This design comes from an exercise in tuning for small area, a short achievable clock period and few clock cycles per item on the open sky130 flow, not from production work. The RTL was checked by simulation tests, not by an equivalence proof against the original design.

## flow/design.v (module list and top-level ports; edited modules follow where they fit)
// module elrek_tx: 3066 lines
// module c_inv: 1 lines
// module c_nand2: 1 lines
// module c_nor2: 1 lines
// module c_and2: 1 lines
// module c_or2: 1 lines
// module c_or3: 1 lines
// module c_and3: 1 lines
// module c_and3b: 1 lines
// module c_nand3: 1 lines
// module c_nor2b: 1 lines
// module c_nor4: 1 lines
// module c_a21o: 1 lines
// module c_xor2: 1 lines
// module c_xnor2: 1 lines
// module c_mux2: 1 lines
// module c_mux4: 3 lines
// module c_a222oi: 3 lines
// module c_mux2i: 1 lines
// module c_nand3b: 1 lines
// module c_nor3b: 1 lines
// module c_nor3: 1 lines
module elrek_tx (
    input  wire         clk,
    input  wire         rst,
    input  wire [30:0]  seed,
    input  wire         st_valid,
    output wire         st_ready,
    input  wire [3:0]   st_type,
    input  wire [3:0]   st_seq,
    input  wire [511:0] st_payload,
    output reg          tx_valid,
    output reg  [31:0]  tx_data
);
  // ...
==> flow/flow/run.sh <==
#!/bin/bash
# The standard layout (standard.sh), with these ORFS settings changed:
#  - ABC_LOAD_IN_FF=1: ABC sizes the small one-gate modules of the datapath
#    for a light load instead of upsizing them;
#  - port buffers use the smallest buffer cell (buf_1) rather than the delay
#    cell that buffer_ports picks by default;
#  - clock tree: clkbuf_16 buffers, sinks clustered in groups of up to 24
#    within 120 um, no dummy loads;
#  - repair_timing aims at a setup slack of 63.3 ns (the clock is 80 ns, the
#    I/O delays 16 ns each), without cloning gates.
# Each ORFS step keeps its own log under orfs/logs; make's output goes to
# standard.log.
set -euo pipefail
bash standard.sh ABC_LOAD_IN_FF=1 SETUP_SLACK_MARGIN=63.3 SKIP_GATE_CLONING=1 \
    "BUFFER_PORTS_ARGS=-buffer_cell sky130_fd_sc_hd__buf_1" \
    "CTS_ARGS=-sink_clustering_enable -repair_clock_nets -sink_clustering_size 28 -sink_clustering_max_diameter 100 -buf_list sky130_fd_sc_hd__clkbuf_16 -dont_use_dummy_load" \
    finish > standard.log 2>&1
==> flow/standard.sh <==
#!/bin/bash
# synth_recipe.tcl (not shown) runs the flow's synth.tcl, then flattens the netlist and writes it again
# the make line also repeats each setting of config.mk as NAME=value (left out here)
make -C /OpenROAD-flow-scripts/flow DESIGN_CONFIG=/design/flow/config.mk WORK_HOME=/design/flow/orfs CLKGATE_MAP_FILE= SYNTH_SCRIPT=/design/flow/synth_recipe.tcl "${@:-finish}"
==> flow/config.mk <==
export PLATFORM = sky130hd
export DESIGN_NAME = elrek_tx
export DESIGN_NICKNAME = elrek_tx
export VERILOG_FILES = /design/flow/design.v
export SDC_FILE = /design/flow/constraint.sdc
export NUM_CORES = 8
export LEC_CHECK = 0
export CAP_MARGIN = 20
export CORE_MARGIN = 2
export CORE_UTILIZATION = 55
export SLEW_MARGIN = 20
export SYNTH_HIERARCHICAL = 1
==> flow/constraint.sdc <==
create_clock -name core_clock -period 80.0 [get_ports {clk}]
set_input_delay 16.0000 -clock core_clock [delete_from_list [all_inputs] [get_ports {clk}]]
set_output_delay 16.0000 -clock core_clock [all_outputs]
set_load 0.01 [all_outputs]
==> run summary, run 1 <==
----------------------------------------------------
[Yosys]
  Number of library cell types mapped by synthesis ... 54
  Post-Syn Area per Cell ... 14.1 sq um
  Post-Synth Simple-Gate Area ... ~7.0%
  Adder-Cell Fraction of Synth Area ... 0.607%
  Synthesis warning total ... 7

[Worst setup path]
  CP Launch Type ... flop
  Crit path required time ... 64.00 ns
  Critical path class ... reg -> out
  Arrival time at the worst endpoint ... roughly 1.1 ns

[GRT]
  Largest net degree at the start of global routing ... 178
  Number of global-route vias before repair ... 25600
  Remaining global-route overflow ... 0

[STA]
  Maximum clock rate ... between 0.05 and 0.06 GHz
  Worst relative slew slack ... between 20% and 30%
  Final hold vios ... 0
  Final critical delay including setup and external delays ... 17.11 ns

[Die]
  Die Span X ... 260 um
  Die outline area ... 0.0676 sq mm

[Worst hold path]
  Hold Path Depth ... 2
  Capture endpoint of the worst hold path ... mk

[Clock network]
  Num Clock Sinks ... 661
  Clock insertion delay at the later pin of the skew report ... roughly 0.66 ns

[Placed design]
  Global placer's final weighted congestion ... 0.944
  HPWL after detailed placement ... a little under 100000 um
  Setup slack at placement ... 62.29 ns

[Cells and area]
  Data buffer area share ... 6.52%

[Run status]
  Outcome ... complete, no violations

----------------------------------------------------
Testbench counts, summed over its fixed seeds: cycles 52,836, items 3,200.
==> inputs of run 2 (changes only) <==
--- a/flow/flow/run.sh
+++ b/flow/flow/run.sh
@@ -13,5 +13,5 @@
 set -euo pipefail
 bash standard.sh ABC_LOAD_IN_FF=1 SETUP_SLACK_MARGIN=63.3 SKIP_GATE_CLONING=1 \
     "BUFFER_PORTS_ARGS=-buffer_cell sky130_fd_sc_hd__buf_1" \
-    "CTS_ARGS=-sink_clustering_enable -repair_clock_nets -sink_clustering_size 28 -sink_clustering_max_diameter 100 -buf_list sky130_fd_sc_hd__clkbuf_16 -dont_use_dummy_load" \
+    "CTS_ARGS=-sink_clustering_enable -repair_clock_nets -sink_clustering_size 32 -sink_clustering_max_diameter 90 -buf_list sky130_fd_sc_hd__clkbuf_16 -dont_use_dummy_load" \
     finish > standard.log 2>&1
==> run summary, run 2 <==
----------------------------------------------------
[Cells and area]
  Final net count ... 3759 (was 3760)
  Top register by number of flip-flops ... P (unchanged)
  Number of flip-flops under the largest register name ... 512 (unchanged)
  Area grow syn2layout ... 12.7% (about the same)
  Fraction of final layout cells sized beyond drive strength 1 ... 9.13% (was 9.16%)
  Leading registers by flop count ... P: 512 flops, B: 34 flops, tx_data: 32 flops (unchanged)
  Most common cell after layout, fill and taps aside ... xor2_1 (unchanged)
  Top library cells by usage in the layout, fill and taps aside ... 809 x xor2_1, 612 x edfxtp_1, 552 x buf_1 (unchanged)
  Fin cells ... 4063 (was 4058)

[Yosys]
  Share of flip-flops with an asynchronous set or reset ... 0% (unchanged)
  Most numerous cell in the Yosys netlist ... xor2_1 (unchanged)
  Synthesis warning total ... 7 (unchanged)
  Most area-hungry cell type in the Yosys netlist ... edfxtp_1 (unchanged)
  Commonest cells post-synth ... 809 x xor2_1, 612 x edfxtp_1, 160 x a222oi_1 (unchanged)
  Fraction of the yosys area taken by sequential cells ... 53.7% (unchanged)
  Area contributors post-synth ... edfxtp_1 51%, xor2_1 20%, mux4_2 6.5% (unchanged)
  Area of the mapped netlist ... 0.0361 sq mm (unchanged)
  Most used flip-flop cell after synthesis ... edfxtp_1 (unchanged)
  Register bit count reported by yosys ... 661 (unchanged)
  Share of the synthesized area in the top cell type ... 51.0% (unchanged)
  Gate count after technology mapping ... 2550 (unchanged)
  Post-Syn Area per Cell ... 14.1 sq um (unchanged)
  Number of enable-type register cells in the synthesized netlist ... 612 (unchanged)
  Number of library cell types mapped by synthesis ... 54 (unchanged)

[GRT]
  Combined global-route utilization of all metal layers ... 37.1% (was 37.2%)
  Number of global-route vias before repair ... 25700 (was 25600)
  Remaining global-route overflow ... 0 (unchanged)
  Global-route wire length before repair ... 178000 um (about the same)
  Largest net degree at the start of global routing ... 178 (unchanged)
  Number of antenna violations at the first check in global routing ... 25 (was 21)

[STA]
  Worst relative slew slack ... 23.0% (was 24.2%)
  Endpoints failing setup ... 0 (unchanged)
  Worst Slack Setup Final ... 62.91 ns (was 62.89 ns)
  Worst-Margin Slew ... 1.15 ns (was 1.14 ns)
  Maximum clock rate ... 0.0585 GHz (was 0.0584 GHz)
  Number of pins exceeding their max-slew limit in the final report ... 0 (unchanged)
  Final critical delay including setup and external delays ... 17.09 ns (was 17.11 ns)
  Total Negative Setup Slacks ... 0 ns (unchanged)
  Worst clock skew ... 0.0835 ns (was 0.0619 ns)
  Period utilization ... 21.4% (about the same)
  Final hold vios ... 0 (unchanged)
  Unrepaired setup endpoints after global routing ... yes (unchanged)
  Final-layout worst hold slack ... 0.539 ns (about the same)

[Worst setup path]
  Startpoint of the most critical setup path ... ready_o (unchanged)
  Critical path depth ... 1 (unchanged)
  R2R Path Start ... tq[6] (unchanged)
  Crit path max fanout ... 2 (unchanged)
  CP top delay family ... flip-flops (unchanged)
  Arrival time at the worst endpoint ... 1.09 ns (was 1.11 ns)
  CP Launch Type ... flop (unchanged)
  Reg2reg setup slack ... 64.74 ns (about the same)
  Crit path required time ... 64.00 ns (about the same)
  Path depth of the worst reg2reg path ... 48 (unchanged)
  Termination of the worst setup path ... st_ready (unchanged)
  CP Buf/Inv Count ... 1 (unchanged)
  Cell with the biggest individual delay on the critical path ... dfxtp_2 (unchanged)
  Critical path class ... reg -> out (unchanged)
  Highest cell delay on the worst timing path ... 0.34 ns (about the same)
  Crit Reg-Reg Endpoint ... hist[1] (unchanged)
  Cell-by-cell trace of the critical path ... buf_6 (unchanged)
  Endpoint type of the worst setup path ... output port (unchanged)

[Route]
  Vias ... 25900 (about the same)
  Mean routed wirelength per cell ... 31.6 um (was 31.7 um)
  Iter 0 DRT Violations ... 4072 (was 3909)
  Drc violations ... 0 (unchanged)
  Ratio of routed vias to standard cells ... 6.37 (was 6.38)
  Antenna viol nets, final ... 0 (unchanged)
  Total iterations of the first detailed-routing run ... 10 (was 9)
  Final wirelength ... 128000 um (was 129000 um)

[Clock network]
  CTS H-tree lvls ... 1 (unchanged)
  Number of buffers created by CTS ... 30 (was 31)
  Maximum buffer depth of the clock tree ... 3 (unchanged)
  Clock insertion delay at the later pin of the skew report ... 0.68 ns (was 0.66 ns)
  CTS tree ... built (unchanged)
  Clk Tree Root Cell ... clkbuf_16 (unchanged)
  Clock transition at path regs ... 0.10 ns (about the same)
  Num Clock Sinks ... 661 (unchanged)
  Number of buffers inserted by hold repair at cts ... 0 (unchanged)

[Placed design]
  Total instance count after detailed placement ... 4010 (unchanged)
  HPWL after detailed placement ... 99300 um (unchanged)
  Setup slack at placement ... 62.29 ns (unchanged)
  Count of input and output buffers ... 587 (unchanged)
  Global placer's final weighted congestion ... 0.944 (unchanged)

[Die]
  Die height ... 260 um (unchanged)
  Std-Cell Rows ... 93 (unchanged)
  IO Pins ... 588 (unchanged)
  Starting Density ... 55.8% (unchanged)
  Die outline area ... 0.0676 sq mm (unchanged)
  Core footprint ... 0.0646 sq mm (unchanged)
  Die Span X ... 260 um (unchanged)

[Run status]
  Outcome ... complete, no violations (unchanged)

[Worst hold path]
  Worst min path class ... reg -> reg (unchanged)

[Job]
  Count of maximum capacitance violations ... 0 (unchanged)

----------------------------------------------------
[run 2: changes by cell type in the layout (fill, tap and decap cells not counted)]
| cell | before | now |
|---|---|---|
| clkbuf_16 | 31 | 30 |
| diode_2 | 15 | 21 |
[run 2: worst min-delay path by stage]
| stage | from | to | slack (ns) | cells after the start |
|---|---|---|---|---|
| 2_1_floorplan | mk | mk | 0.47 | 2 |
| 3_3_place_gp | mk | mk | 0.50 | 2 |
| 3_5_place_dp | mk | mk | 0.52 | 2 |
| 4_1_cts | mk | mk | 0.55 | 2 |
| 5_1_grt | mk | mk | 0.55 | 2 |
| 6_report | mk | mk | 0.54 | 2 |
[run 2: metrics by stage]
step                      area [sq um]  utilization [%]
after floorplan                  36100                -
after global placement           39600             61.4
after detailed placement         39600             61.4
after CTS                        40500             62.7
after global routing             40600             62.9
final                            40600             62.9
[run 2: kinds of logic (layout without fill, tap and decap cells)]
logic type,Yosys count,after routing,share of synthesized area [%]
DFF,661,661,53.7
muxes,288,288,11.7
xor gates and xnor gates,858,858,20.8
adders and majority gates,17,17,0.607
AOI/OAI and AO/OA,222,222,5.66
other,1,23,0.0104
buffers and inverters,30,666,0.448
and+or+nand+nor,473,473,7.01
[run 2: final cells by class]
| class | instances | area (sq um) |
|---|---|---|
| antenna | 21 | 52.6 |
| clock buffer | 30 | 751 |
| fill | 5147 | 24000 |
| inverter | 13 | 48.8 |
| multi-input combinational | 1860 | 16700 |
| sequential | 661 | 19400 |
| tap | 855 | 1070 |
| timing repair buffer | 623 | 2650 |
[run 2: repair_timing]
action | CTS | global route
buffers inserted | 1 | 1
resized for setup | 51 | 21
endpoints found under the setup margin | 65 | 39
[run 2: worst min-delay path, delay by kind of cell, from the launching register on]
family          cells  cell delay [ns]
simple gates        1             0.07
flops               1             0.36
compound gates      1             0.07
[run 2: layer usage]
metal / GRT usage [%] / part of all wire, % / vias up
met5: 0 / 0.041 / -
met4: 14.5 / 3.9 / 8
met3: 6.17 / 9.6 / 244
met2: 62.9 / 50 / 1627
met1: 47.8 / 37 / 13000
li1: - / - / 11000
[run 2: per-module statistics from Yosys, one instance, submodules excluded, a selection]
module,copies in the design,flip-flops and latches,area [sq um],cells
c_nor3b,10,0,7.51,1
c_a21o,27,0,7.51,1
c_or3,9,0,6.26,1
c_nor2b,62,0,6.26,1
c_nand2,32,0,3.75,1
c_nand3,64,0,5.00,1
==> inputs of run 3 (changes only) <==
--- a/flow/flow/run.sh
+++ b/flow/flow/run.sh
@@ -13,5 +13,5 @@
 set -euo pipefail
 bash standard.sh ABC_LOAD_IN_FF=1 SETUP_SLACK_MARGIN=63.3 SKIP_GATE_CLONING=1 \
     "BUFFER_PORTS_ARGS=-buffer_cell sky130_fd_sc_hd__buf_1" \
-    "CTS_ARGS=-sink_clustering_enable -repair_clock_nets -sink_clustering_size 32 -sink_clustering_max_diameter 90 -buf_list sky130_fd_sc_hd__clkbuf_16 -dont_use_dummy_load" \
+    "CTS_ARGS=-sink_clustering_enable -repair_clock_nets -sink_clustering_size 24 -sink_clustering_max_diameter 120 -buf_list sky130_fd_sc_hd__clkbuf_16 -dont_use_dummy_load" \
     finish > standard.log 2>&1
--- a/flow/config.mk
+++ b/flow/config.mk
@@ -7,6 +7,6 @@
 export LEC_CHECK = 0
 export CAP_MARGIN = 20
 export CORE_MARGIN = 2
-export CORE_UTILIZATION = 55
+export CORE_UTILIZATION = 45
 export SLEW_MARGIN = 20
 export SYNTH_HIERARCHICAL = 1
==> run summary, run 3 <==
----------------------------------------------------
[Yosys]
  Post-Syn Area per Cell ... 14.1 sq um (unchanged)
  Gate count after technology mapping ... 2550 (unchanged)
  Most area-hungry cell type in the Yosys netlist ... edfxtp_1 (unchanged)
  Share of flip-flops with an asynchronous set or reset ... 0% (unchanged)
  Number of enable-type register cells in the synthesized netlist ... 612 (unchanged)
  Commonest cells post-synth ... 809 x xor2_1, 612 x edfxtp_1, 160 x a222oi_1 (unchanged)
  Area contributors post-synth ... edfxtp_1 51%, xor2_1 20%, mux4_2 6.5% (unchanged)
  Area of the mapped netlist ... 0.0361 sq mm (unchanged)
  Register bit count reported by yosys ... 661 (unchanged)
  Synthesis warning total ... 7 (unchanged)
  Share of the synthesized area in the top cell type ... 51.0% (unchanged)
  Fraction of the yosys area taken by sequential cells ... 53.7% (unchanged)
  Number of library cell types mapped by synthesis ... 54 (unchanged)
  Most numerous cell in the Yosys netlist ... xor2_1 (unchanged)
  Most used flip-flop cell after synthesis ... edfxtp_1 (unchanged)

[Run status]
  Outcome ... complete, no violations (unchanged)

[Route]
  Vias ... 25700 (was 25900)
  Drc violations ... 0 (unchanged)
  Mean routed wirelength per cell ... 31.0 um (was 31.6 um)
  Iter 0 DRT Violations ... 3292 (was 4072)
  Antenna viol nets, final ... 0 (unchanged)
  Final wirelength ... 132000 um (was 128000 um)
  Ratio of routed vias to standard cells ... 6.02 (was 6.37)
  Total iterations of the first detailed-routing run ... 10 (unchanged)

[STA]
  Number of pins exceeding their max-slew limit in the final report ... 0 (unchanged)
  Total Negative Setup Slacks ... 0 ns (unchanged)
  Maximum clock rate ... 0.0587 GHz (was 0.0585 GHz)
  Worst-Margin Slew ... 1.10 ns (was 1.15 ns)
  Final hold vios ... 0 (unchanged)
  Worst relative slew slack ... 26.3% (was 23.0%)
  Final critical delay including setup and external delays ... 17.03 ns (was 17.09 ns)
  Worst Slack Setup Final ... 62.97 ns (was 62.91 ns)
  Endpoints failing setup ... 0 (unchanged)
  Worst clock skew ... 0.0744 ns (was 0.0835 ns)
  Period utilization ... 21.3% (was 21.4%)
  Unrepaired setup endpoints after global routing ... yes (unchanged)
  Final-layout worst hold slack ... 0.533 ns (was 0.539 ns)

[Placed design]
  Global placer's final weighted congestion ... 0.963 (was 0.944)
  Count of input and output buffers ... 587 (unchanged)
  HPWL after detailed placement ... 103000 um (was 99300 um)
  Setup slack at placement ... 62.27 ns (was 62.29 ns)
  Total instance count after detailed placement ... 4213 (was 4010)

[Clock network]
  Number of buffers created by CTS ... 34 (was 30)
  Number of buffers inserted by hold repair at cts ... 0 (unchanged)
  Num Clock Sinks ... 661 (unchanged)
  Clock transition at path regs ... 0.11 ns (was 0.10 ns)
  CTS tree ... built (unchanged)
  CTS H-tree lvls ... 2 (was 1)
  Clock insertion delay at the later pin of the skew report ... 0.61 ns (was 0.68 ns)
  Maximum buffer depth of the clock tree ... 3 (unchanged)
  Clk Tree Root Cell ... clkbuf_16 (unchanged)

[Die]
  Die height ... 287 um (was 260 um)
  Core footprint ... 0.0791 sq mm (was 0.0646 sq mm)
  Die outline area ... 0.0824 sq mm (was 0.0676 sq mm)
  Die Span X ... 287 um (was 260 um)
  Std-Cell Rows ... 103 (was 93)
  Starting Density ... 45.6% (was 55.8%)
  IO Pins ... 588 (unchanged)

[GRT]
  Global-route wire length before repair ... 183000 um (was 178000 um)
  Largest net degree at the start of global routing ... 166 (was 178)
  Remaining global-route overflow ... 0 (unchanged)
  Number of antenna violations at the first check in global routing ... 24 (was 25)
  Combined global-route utilization of all metal layers ... 31.4% (was 37.1%)
  Number of global-route vias before repair ... 26000 (was 25700)

[Worst setup path]
  Arrival time at the worst endpoint ... 1.03 ns (was 1.09 ns)
  Cell-by-cell trace of the critical path ... buf_2 (was buf_6)
  CP Buf/Inv Count ... 1 (unchanged)
  Cell with the biggest individual delay on the critical path ... dfxtp_1 (was dfxtp_2)
  Path depth of the worst reg2reg path ... 48 (unchanged)
  Critical path class ... reg -> out (unchanged)
  CP Launch Type ... flop (unchanged)
  R2R Path Start ... tq[6] (unchanged)
  Critical path depth ... 1 (unchanged)
  Termination of the worst setup path ... tx_valid (was st_ready)
  Crit Reg-Reg Endpoint ... hist[2] (was hist[1])
  Crit path max fanout ... 1 (was 2)
  Crit path required time ... 64.00 ns (about the same)
  Reg2reg setup slack ... 64.15 ns (was 64.74 ns)
  CP top delay family ... flip-flops (unchanged)
  Highest cell delay on the worst timing path ... 0.33 ns (was 0.34 ns)
  Endpoint type of the worst setup path ... output port (unchanged)
  Startpoint of the most critical setup path ... tx_valid (was ready_o)

[Cells and area]
  Number of flip-flops under the largest register name ... 512 (unchanged)
  Share of the core filled with cells ... 51.8% (was 62.9%)
  Fraction of final layout cells sized beyond drive strength 1 ... 9.26% (was 9.13%)
  Leading registers by flop count ... P: 512 flops, B: 34 flops, tx_data: 32 flops (unchanged)
  Fin cells ... 4274 (was 4063)
  Top register by number of flip-flops ... P (unchanged)
  Area grow syn2layout ... 13.7% (was 12.7%)
  Most common cell after layout, fill and taps aside ... xor2_1 (unchanged)
  Final net count ... 3770 (was 3759)
  Top library cells by usage in the layout, fill and taps aside ... 809 x xor2_1, 612 x edfxtp_1, 552 x buf_1 (unchanged)

[Worst hold path]
  Worst min path class ... reg -> reg (unchanged)
  Hold Path Depth ... 2 (unchanged)
  Startpoint of the worst hold path ... mk (unchanged)

[Job]
  Count of maximum capacitance violations ... 0 (unchanged)

----------------------------------------------------
run 3: worst min-delay path: cells and delay by family (launching register included):
kind             cells  cell delay [ns]
AND/OR/NAND/NOR      1             0.08
AO/OA/AOI/OAI        1             0.06
flip-flops           1             0.36
run 3: Yosys stat by module, one instance, submodules excluded, excerpt:
module / flops+latches / area [sq um] / times used
c_inv: 0 / 3.75 / 1
c_nor3b: 0 / 7.51 / 10
c_a222oi: 0 / 10.0 / 160
c_xor2: 0 / 8.76 / 807
c_mux4: 0 / 22.5 / 104
elrek_tx: 661 / 21100 / 1
c_or2: 0 / 6.26 / 49
c_nand3: 0 / 5.00 / 64
c_a21o: 0 / 7.51 / 27
c_mux2: 0 / 11.3 / 2
c_nand2: 0 / 3.75 / 32
c_or3: 0 / 6.26 / 9
c_and3: 0 / 6.26 / 1
c_xnor2: 0 / 8.76 / 46
run 3: final cells by class:
cell class                 count  area [sq um]
antenna                       26          65.1
fill                        7007         38100
multi-input combinational   1860         16700
timing repair buffer         630          2670
clock buffer                  34           851
inverter                      13          48.8
sequential                   661         19400
tap                         1050          1310
run 3: what timing repair did:
item                       CTS  global route
buffers inserted             1             0
setup endpoints to repair   65            64
resized for setup           53             9
pin swaps                    0             0
run 3: worst min-delay path by stage:
| stage | end | slack, ns |
|---|---|---|
| after global routing | mk | 0.54 |
| after global placement | mk | 0.50 |
| after detailed placement | mk | 0.51 |
| final | mk | 0.53 |
| after floorplan | mk | 0.47 |
| after CTS | mk | 0.53 |
run 3: kinds of logic after synthesis:
kind of cell    Yosys count  synth area share, %
compound gates          222                 5.66
xor+xnor                858                 20.8
fa+ha+maj                17                0.607
buf+inv                  30                0.448
flops                   661                 53.7
mux                     288                 11.7
other cells               1               0.0104
simple gates            473                 7.01
run 3: through the flow:
stage | instance area, sq um
floorplan | 36100
global placement | 39900
detailed placement | 39900
CTS | 40900
global route | 41000
finish | 41000
run 3: per-layer routing:
metal  wire, um  up-vias  global-route usage [%]
met5         44        -                       0
met4       4830        6                    11.5
met3      11500      227                    5.25
met2      67000     1461                    54.9
met1      49100    13000                    39.0
li1           -    11100                       -
==> inputs of run 4 (changes only) <==
--- a/flow/config.mk
+++ b/flow/config.mk
@@ -7,6 +7,6 @@
 export LEC_CHECK = 0
 export CAP_MARGIN = 20
 export CORE_MARGIN = 2
-export CORE_UTILIZATION = 45
+export CORE_UTILIZATION = 62
 export SLEW_MARGIN = 20
 export SYNTH_HIERARCHICAL = 1
==> run summary, run 4 <==
----------------------------------------------------
[Job]
  Count of maximum capacitance violations ... 0 (unchanged)

[Worst setup path]
  Highest cell delay on the worst timing path ... 0.34 ns (was 0.33 ns)
  Crit path required time ... 64.00 ns (about the same)
  R2R Path Start ... tq[6] (unchanged)
  Reg2reg setup slack ... 64.69 ns (was 64.15 ns)
  Crit Reg-Reg Endpoint ... hist[0] (was hist[2])
  Cell with the biggest individual delay on the critical path ... dfxtp_2 (was dfxtp_1)
  Crit path max fanout ... 2 (was 1)
  CP Launch Type ... flop (unchanged)
  Path depth of the worst reg2reg path ... 48 (unchanged)
  Critical path depth ... 1 (unchanged)
  Cell-by-cell trace of the critical path ... buf_6 (was buf_2)
  Termination of the worst setup path ... st_ready (was tx_valid)
  CP Buf/Inv Count ... 1 (unchanged)
  Startpoint of the most critical setup path ... ready_o (was tx_valid)
  Arrival time at the worst endpoint ... 1.08 ns (was 1.03 ns)
  CP top delay family ... flip-flops (unchanged)
  Critical path class ... reg -> out (unchanged)
  Endpoint type of the worst setup path ... output port (unchanged)

[Cells and area]
  Area grow syn2layout ... 12.5% (was 13.7%)
  Top register by number of flip-flops ... P (unchanged)
  Number of flip-flops under the largest register name ... 512 (unchanged)
  Cell area after layout ... 0.0406 sq mm (was 0.0410 sq mm)
  Fraction of final layout cells sized beyond drive strength 1 ... 9.16% (was 9.26%)
  Final net count ... 3760 (was 3770)
  Top library cells by usage in the layout, fill and taps aside ... 809 x xor2_1, 612 x edfxtp_1, 552 x buf_1 (unchanged)
  Most common cell after layout, fill and taps aside ... xor2_1 (unchanged)
  Number of filler cells placed in the layout ... 4090 (was 7007)
  Leading registers by flop count ... P: 512 flops, B: 34 flops, tx_data: 32 flops (unchanged)

[Die]
  Core footprint ... 0.0576 sq mm (was 0.0791 sq mm)
  Starting Density ... 62.6% (was 45.6%)
  IO Pins ... 588 (unchanged)
  Std-Cell Rows ... 88 (was 103)
  Die height ... 245 um (was 287 um)
  Die outline area ... 0.0601 sq mm (was 0.0824 sq mm)
  Die Span X ... 245 um (was 287 um)

[Yosys]
  Area of the mapped netlist ... 0.0361 sq mm (unchanged)
  Commonest cells post-synth ... 809 x xor2_1, 612 x edfxtp_1, 160 x a222oi_1 (unchanged)
  Share of the synthesized area in the top cell type ... 51.0% (unchanged)
  Area contributors post-synth ... edfxtp_1 51%, xor2_1 20%, mux4_2 6.5% (unchanged)
  Register bit count reported by yosys ... 661 (unchanged)
  Share of flip-flops with an asynchronous set or reset ... 0% (unchanged)
  Synthesis warning total ... 7 (unchanged)
  Most used flip-flop cell after synthesis ... edfxtp_1 (unchanged)
  Post-Syn Area per Cell ... 14.1 sq um (unchanged)
  Most area-hungry cell type in the Yosys netlist ... edfxtp_1 (unchanged)
  Gate count after technology mapping ... 2550 (unchanged)
  Most numerous cell in the Yosys netlist ... xor2_1 (unchanged)
  Fraction of the yosys area taken by sequential cells ... 53.7% (unchanged)
  Number of enable-type register cells in the synthesized netlist ... 612 (unchanged)
  Number of library cell types mapped by synthesis ... 54 (unchanged)

[Clock network]
  Number of buffers created by CTS ... 31 (was 34)
  Clk Tree Root Cell ... clkbuf_16 (unchanged)
  Maximum buffer depth of the clock tree ... 3 (unchanged)
  Num Clock Sinks ... 661 (unchanged)
  Buffers inserted by post-CTS timing repair ... 0 (was 1)
  Clock transition at path regs ... 0.10 ns (was 0.11 ns)
  Number of buffers inserted by hold repair at cts ... 0 (unchanged)
  CTS H-tree lvls ... 1 (was 2)
  Clock insertion delay at the later pin of the skew report ... 0.67 ns (was 0.61 ns)
  CTS tree ... built (unchanged)

[STA]
  Worst-Margin Slew ... 1.24 ns (was 1.10 ns)
  Total Negative Setup Slacks ... 0 ns (unchanged)
  Worst relative slew slack ... 17.4% (was 26.3%)
  Final hold vios ... 0 (unchanged)
  Maximum clock rate ... 0.0585 GHz (was 0.0587 GHz)
  Worst clock skew ... 0.0702 ns (was 0.0744 ns)
  Endpoints failing setup ... 0 (unchanged)
  Number of pins exceeding their max-slew limit in the final report ... 0 (unchanged)
  Final critical delay including setup and external delays ... 17.08 ns (was 17.03 ns)
  Period utilization ... 21.4% (was 21.3%)
  Unrepaired setup endpoints after global routing ... yes (unchanged)

[Route]
  Final wirelength ... 124000 um (was 132000 um)
  Antenna viol nets, final ... 0 (unchanged)
  Ratio of routed vias to standard cells ... 6.59 (was 6.02)
  Mean routed wirelength per cell ... 31.1 um (was 31.0 um)
  Iter 0 DRT Violations ... 4173 (was 3292)
  Drc violations ... 0 (unchanged)
  Total iterations of the first detailed-routing run ... 10 (unchanged)
  Vias ... 26200 (was 25700)

[Placed design]
  Global placer's final weighted congestion ... 0.993 (was 0.963)
  Count of input and output buffers ... 587 (unchanged)
  Area after DPL ... 0.0395 sq mm (was 0.0399 sq mm)
  HPWL after detailed placement ... 94400 um (was 103000 um)

[Run status]
  Outcome ... complete, no violations (unchanged)

[GRT]
  Global-route wire length before repair ... 173000 um (was 183000 um)
  Number of antenna violations at the first check in global routing ... 29 (was 24)
  Largest net degree at the start of global routing ... 194 (was 166)
  Combined global-route utilization of all metal layers ... 40.5% (was 31.4%)
  Remaining global-route overflow ... 0 (unchanged)
  Number of global-route vias before repair ... 26100 (was 26000)

[Worst hold path]
  Worst min path class ... reg -> reg (unchanged)

----------------------------------------------------
[run 4: what timing repair did]
item                       4_1_cts  5_1_grt
hold endpoints to repair         0        0
setup endpoints to repair       65       57
gates resized for setup         55       17
[run 4: per-module statistics from Yosys (local to each module, per instance), excerpt]
module	cells	flops+latches	cell area, sq um	copies in the design
c_nand3b	1	0	7.51	31
c_nor3b	1	0	7.51	10
c_or2	1	0	6.26	49
c_nor2b	1	0	6.26	62
c_nand3	1	0	5.00	64
c_xor2	1	0	8.76	807
c_xnor2	1	0	8.76	46
c_or3	1	0	6.26	9
c_mux4	1	0	22.5	104
c_nor3	1	0	5.00	10
elrek_tx	887	661	21100	1
[run 4: logic make-up after synthesis]
| kind of cell | after synthesis | share of synthesized area (%) |
|---|---|---|
| xor+xnor | 858 | 20.8 |
| flops | 661 | 53.7 |
| simple gates | 473 | 7.01 |
| mux | 288 | 11.7 |
| compound gates | 222 | 5.66 |
| buf+inv | 30 | 0.448 |
| fa+ha+maj | 17 | 0.607 |
| other cells | 1 | 0.0104 |
[run 4: per-stage QoR]
stage | utilization [%] | setup WS (ns) | hold slack, ns | instances
2_1_floorplan | - | 62.50 | 0.468 | 2551
3_3_place_gp | 68.6 | 62.22 | 0.493 | 3922
3_5_place_dp | 68.6 | 62.19 | 0.514 | 3922
4_1_cts | 70.2 | 62.90 | 0.528 | 3953
5_1_grt | 70.5 | 62.90 | 0.561 | 3980
6_report | 70.5 | 62.92 | 0.536 | 3981
[run 4: cell type report]
type / instances / area (sq um) / area share, %
tap: 765 / 957 / 2.36
timing repair buffer: 623 / 2650 / 6.53
sequential: 661 / 19400 / 47.8
clock buffer: 31 / 776 / 1.91
inverter: 13 / 48.8 / 0.120
antenna: 28 / 70.1 / 0.173
multi-input combinational: 1860 / 16700 / 41.1
[run 4: per-layer routing]
| metal | global-route usage [%] | routed length, um |
|---|---|---|
| met1 | 51.1 | 42400 |
| met2 | 65.7 | 59100 |
| met3 | 7.68 | 14100 |
| met4 | 23.6 | 8280 |
| met5 | 0 | 14 |
[run 4: worst min-delay path by stage]
| stage | from | to | slack (ns) | depth (start not counted) |
|---|---|---|---|---|
| after global placement | mk | mk | 0.49 | 2 |
| after global routing | mk | mk | 0.56 | 2 |
| after detailed placement | mk | mk | 0.51 | 2 |
| after CTS | mk | mk | 0.53 | 2 |
| final | mk | mk | 0.54 | 2 |
| after floorplan | mk | mk | 0.47 | 2 |
==> inputs of run 5 (changes only) <==
--- a/flow/config.mk
+++ b/flow/config.mk
@@ -7,6 +7,6 @@
 export LEC_CHECK = 0
 export CAP_MARGIN = 20
 export CORE_MARGIN = 2
-export CORE_UTILIZATION = 62
+export CORE_UTILIZATION = 55
 export SLEW_MARGIN = 20
 export SYNTH_HIERARCHICAL = 1
==> run summary, run 5 <==
----------------------------------------------------
[Run status]
  Outcome ... complete, no violations (unchanged)

[Cells and area]
  Leading registers by flop count ... P: 512 flops, B: 34 flops, tx_data: 32 flops (unchanged)
  Top register by number of flip-flops ... P (unchanged)
  Number of flip-flops under the largest register name ... 512 (unchanged)
  Area grow syn2layout ... 12.9% (was 12.5%)
  Top library cells by usage in the layout, fill and taps aside ... 809 x xor2_1, 612 x edfxtp_1, 552 x buf_1 (unchanged)
  Fraction of final layout cells sized beyond drive strength 1 ... 9.24% (was 9.16%)
  Final net count ... 3763 (was 3760)
  Most common cell after layout, fill and taps aside ... xor2_1 (unchanged)
  Number of filler cells placed in the layout ... 5129 (was 4090)

[Job]
  Count of maximum capacitance violations ... 0 (unchanged)

[Yosys]
  Share of the synthesized area in the top cell type ... 51.0% (unchanged)
  Most area-hungry cell type in the Yosys netlist ... edfxtp_1 (unchanged)
  Share of flip-flops with an asynchronous set or reset ... 0% (unchanged)
  Synthesis warning total ... 7 (unchanged)
  Most numerous cell in the Yosys netlist ... xor2_1 (unchanged)
  Area of the mapped netlist ... 0.0361 sq mm (unchanged)
  Commonest cells post-synth ... 809 x xor2_1, 612 x edfxtp_1, 160 x a222oi_1 (unchanged)
  Post-Syn Area per Cell ... 14.1 sq um (unchanged)
  Gate count after technology mapping ... 2550 (unchanged)
  Register bit count reported by yosys ... 661 (unchanged)
  Most used flip-flop cell after synthesis ... edfxtp_1 (unchanged)
  Fraction of the yosys area taken by sequential cells ... 53.7% (unchanged)
  Area contributors post-synth ... edfxtp_1 51%, xor2_1 20%, mux4_2 6.5% (unchanged)
  Number of library cell types mapped by synthesis ... 54 (unchanged)
  Number of enable-type register cells in the synthesized netlist ... 612 (unchanged)

[Worst setup path]
  CP Launch Type ... flop (unchanged)
  Path depth of the worst reg2reg path ... 48 (unchanged)
  Endpoint type of the worst setup path ... output port (unchanged)
  Reg2reg setup slack ... 64.62 ns (was 64.69 ns)
  Critical path class ... reg -> out (unchanged)
  Cell with the biggest individual delay on the critical path ... dfxtp_2 (unchanged)
  Arrival time at the worst endpoint ... 1.04 ns (was 1.08 ns)
  R2R Path Start ... tq[6] (unchanged)
  Crit path required time ... 64.00 ns (about the same)
  Startpoint of the most critical setup path ... ready_o (unchanged)
  Critical path depth ... 1 (unchanged)
  Termination of the worst setup path ... st_ready (unchanged)
  Highest cell delay on the worst timing path ... 0.34 ns (about the same)
  CP Buf/Inv Count ... 1 (unchanged)
  Crit path max fanout ... 2 (unchanged)
  Cell-by-cell trace of the critical path ... buf_6 (unchanged)
  Crit Reg-Reg Endpoint ... hist[1] (was hist[0])
  CP top delay family ... flip-flops (unchanged)

[Route]
  Final wirelength ... 129000 um (was 124000 um)
  Mean routed wirelength per cell ... 31.7 um (was 31.1 um)
  Iter 0 DRT Violations ... 4017 (was 4173)
  Antenna viol nets, final ... 0 (unchanged)
  Drc violations ... 0 (unchanged)
  Total iterations of the first detailed-routing run ... 10 (unchanged)
  Ratio of routed vias to standard cells ... 6.36 (was 6.59)
  Vias ... 25800 (was 26200)

[STA]
  Worst relative slew slack ... 23.4% (was 17.4%)
  Final critical delay including setup and external delays ... 17.04 ns (was 17.08 ns)
  Period utilization ... 21.3% (was 21.4%)
  Worst clock skew ... 0.0910 ns (was 0.0702 ns)
  Worst-Margin Slew ... 1.15 ns (was 1.24 ns)
  Maximum clock rate ... 0.0587 GHz (was 0.0585 GHz)
  Endpoints failing setup ... 0 (unchanged)
  Unrepaired setup endpoints after global routing ... yes (unchanged)
  Final hold vios ... 0 (unchanged)
  Worst Slack Setup Final ... 62.96 ns (was 62.92 ns)
  Number of pins exceeding their max-slew limit in the final report ... 0 (unchanged)
  Total Negative Setup Slacks ... 0 ns (unchanged)

[Placed design]
  Count of input and output buffers ... 587 (unchanged)
  HPWL after detailed placement ... 99300 um (was 94400 um)
  Setup slack at placement ... 62.29 ns (was 62.19 ns)
  Global placer's final weighted congestion ... 0.944 (was 0.993)

[Die]
  Die Span X ... 260 um (was 245 um)
  Die height ... 260 um (was 245 um)
  IO Pins ... 588 (unchanged)
  Std-Cell Rows ... 93 (was 88)
  Core footprint ... 0.0646 sq mm (was 0.0576 sq mm)
  Die outline area ... 0.0676 sq mm (was 0.0601 sq mm)
  Starting Density ... 55.8% (was 62.6%)

[GRT]
  Global-route wire length before repair ... 178000 um (was 173000 um)
  Most used routing layer ... met2 (unchanged)
  Global Route met2 Usage ... 63.0% (was 65.7%)
  Remaining global-route overflow ... 0 (unchanged)
  Largest net degree at the start of global routing ... 178 (was 194)
  Met1 Resource Use GR ... 47.6% (was 51.1%)
  GRT met3 Usage ... 6.68% (was 7.68%)
  Combined global-route utilization of all metal layers ... 37.3% (was 40.5%)
  Number of global-route vias before repair ... 25700 (was 26100)
  Number of antenna violations at the first check in global routing ... 21 (was 29)

[Clock network]
  Clock transition at path regs ... 0.10 ns (about the same)
  Clock insertion delay at the later pin of the skew report ... 0.61 ns (was 0.67 ns)
  Number of buffers created by CTS ... 34 (was 31)
  Num Clock Sinks ... 661 (unchanged)
  CTS tree ... built (unchanged)
  CTS H-tree lvls ... 2 (was 1)
  Clk Tree Root Cell ... clkbuf_16 (unchanged)
  Maximum buffer depth of the clock tree ... 3 (unchanged)

[Worst hold path]
  Worst min path class ... reg -> reg (unchanged)

----------------------------------------------------
-- run 5: changes by cell type in the layout (fill, tap and decap cells not counted), sizes merged --
| cell | previous run | this run |
|---|---|---|
| diode | 28 | 16 |
| clkbuf | 32 | 35 |
-- run 5: worst min-delay path by stage --
stage,start,endpoint,slack (ns),depth (start not counted)
5_1_grt,mk,mk,0.55,2
3_3_place_gp,mk,mk,0.50,2
6_report,mk,mk,0.54,2
3_5_place_dp,mk,mk,0.52,2
4_1_cts,mk,mk,0.55,2
2_1_floorplan,mk,mk,0.47,2
-- run 5: cells by family (layout without fill, tap and decap cells) --
logic type,count (synthesis),after routing,share of synthesized area (%)
XOR/XNOR,858,858,20.8
adder cells (fa/ha/maj),17,17,0.607
flip-flops,661,661,53.7
buffers and inverters,30,670,0.448
AO/OA/AOI/OAI,222,222,5.66
other,1,18,0.0104
AND/OR/NAND/NOR,473,473,7.01
multiplexers,288,288,11.7
-- run 5: per-layer routing --
metal  vias to the layer above  routed length, um
met5                         -                 91
met4                        14               5610
met3                       282              12000
met1                     12900              47400
li1                      11000                  -
met2                      1582              63500
-- run 5: Yosys stat by module (local to each module, per instance), excerpt --
module    cells  times used
c_xnor2       1          46
c_nor2        1          96
c_xor2        1         807
c_mux2i       1         116
c_a222oi      1         160
c_or3         1           9
c_inv         1           1
elrek_tx    887           1
c_nor3b       1          10
c_a21o        1          27
c_nor3        1          10
c_and3        1           1
c_mux4        1         104
c_nand3b      1          31
c_nor2b       1          62
-- run 5: through the flow --
stage	util, %	area (sq um)	hold slack [ns]	cells
2_1_floorplan	-	36100	0.468	2551
3_3_place_gp	61.4	39600	0.495	4010
3_5_place_dp	61.4	39600	0.517	4010
4_1_cts	62.9	40600	0.547	4045
5_1_grt	63.0	40700	0.553	4060
6_report	63.0	40700	0.543	4062
-- run 5: repair_timing --
item                                    CTS  global route
buffers inserted                          1             1
resized for setup                        52            19
endpoints found under the setup margin   65            44
hold buffers                              0             0
hold endpoints to repair                  0             0
-- run 5: layout make-up --
cell class / instances / area [sq um] / share of cell area (%)
antenna: 16 / 40.0 / 0.0984
clock buffer: 34 / 851 / 2.09
inverter: 13 / 48.8 / 0.120
multi-input combinational: 1860 / 16700 / 40.9
sequential: 661 / 19400 / 47.6
tap: 855 / 1070 / 2.63
timing repair buffer: 623 / 2640 / 6.50

## port drivers added, routing unchanged
Ports are ideal in the flow. The routed layouts listed here were re-timed in OpenROAD. Step 1 sets driving cells, clkbuf_16 on the clock port and buf_2 on the other inputs (assumed; they add their load-dependent delay and slew). Step 2, shift: input delay + t, output delay - t, t = (earliest + latest rising clock arrival at the registers) / 2. This alone moves slack from input paths to output paths. Slacks: ideal ports / drivers / drivers and shift; pairs: ideal ports / drivers.
| run | t (ns) | setup WS [ns] | worst hold slack (ns) | pins driven straight from the clock port |
|---|---|---|---|---|
| run 1 | 0.699 | 62.887 / 62.818 / 62.703 | 0.539 / 0.539 / 0.539 | 1 |
| run 2 | 0.695 | 62.913 / 62.845 / 62.683 | 0.539 / 0.539 / 0.539 | 1 |
| run 3 | 0.649 | 62.973 / 62.900 / 62.776 | 0.533 / 0.533 / 0.533 | 1 |
| run 4 | 0.700 | 62.916 / 62.853 / 62.669 | 0.536 / 0.536 / 0.536 | 1 |
| run 5 | 0.637 | 62.958 / 62.888 / 62.732 | 0.543 / 0.543 / 0.543 | 1 |
After both steps every run listed still meets setup and hold. The setup slack of run 4, which loses most, moves by -0.063 ns with the drivers and by -0.247 ns with both steps.
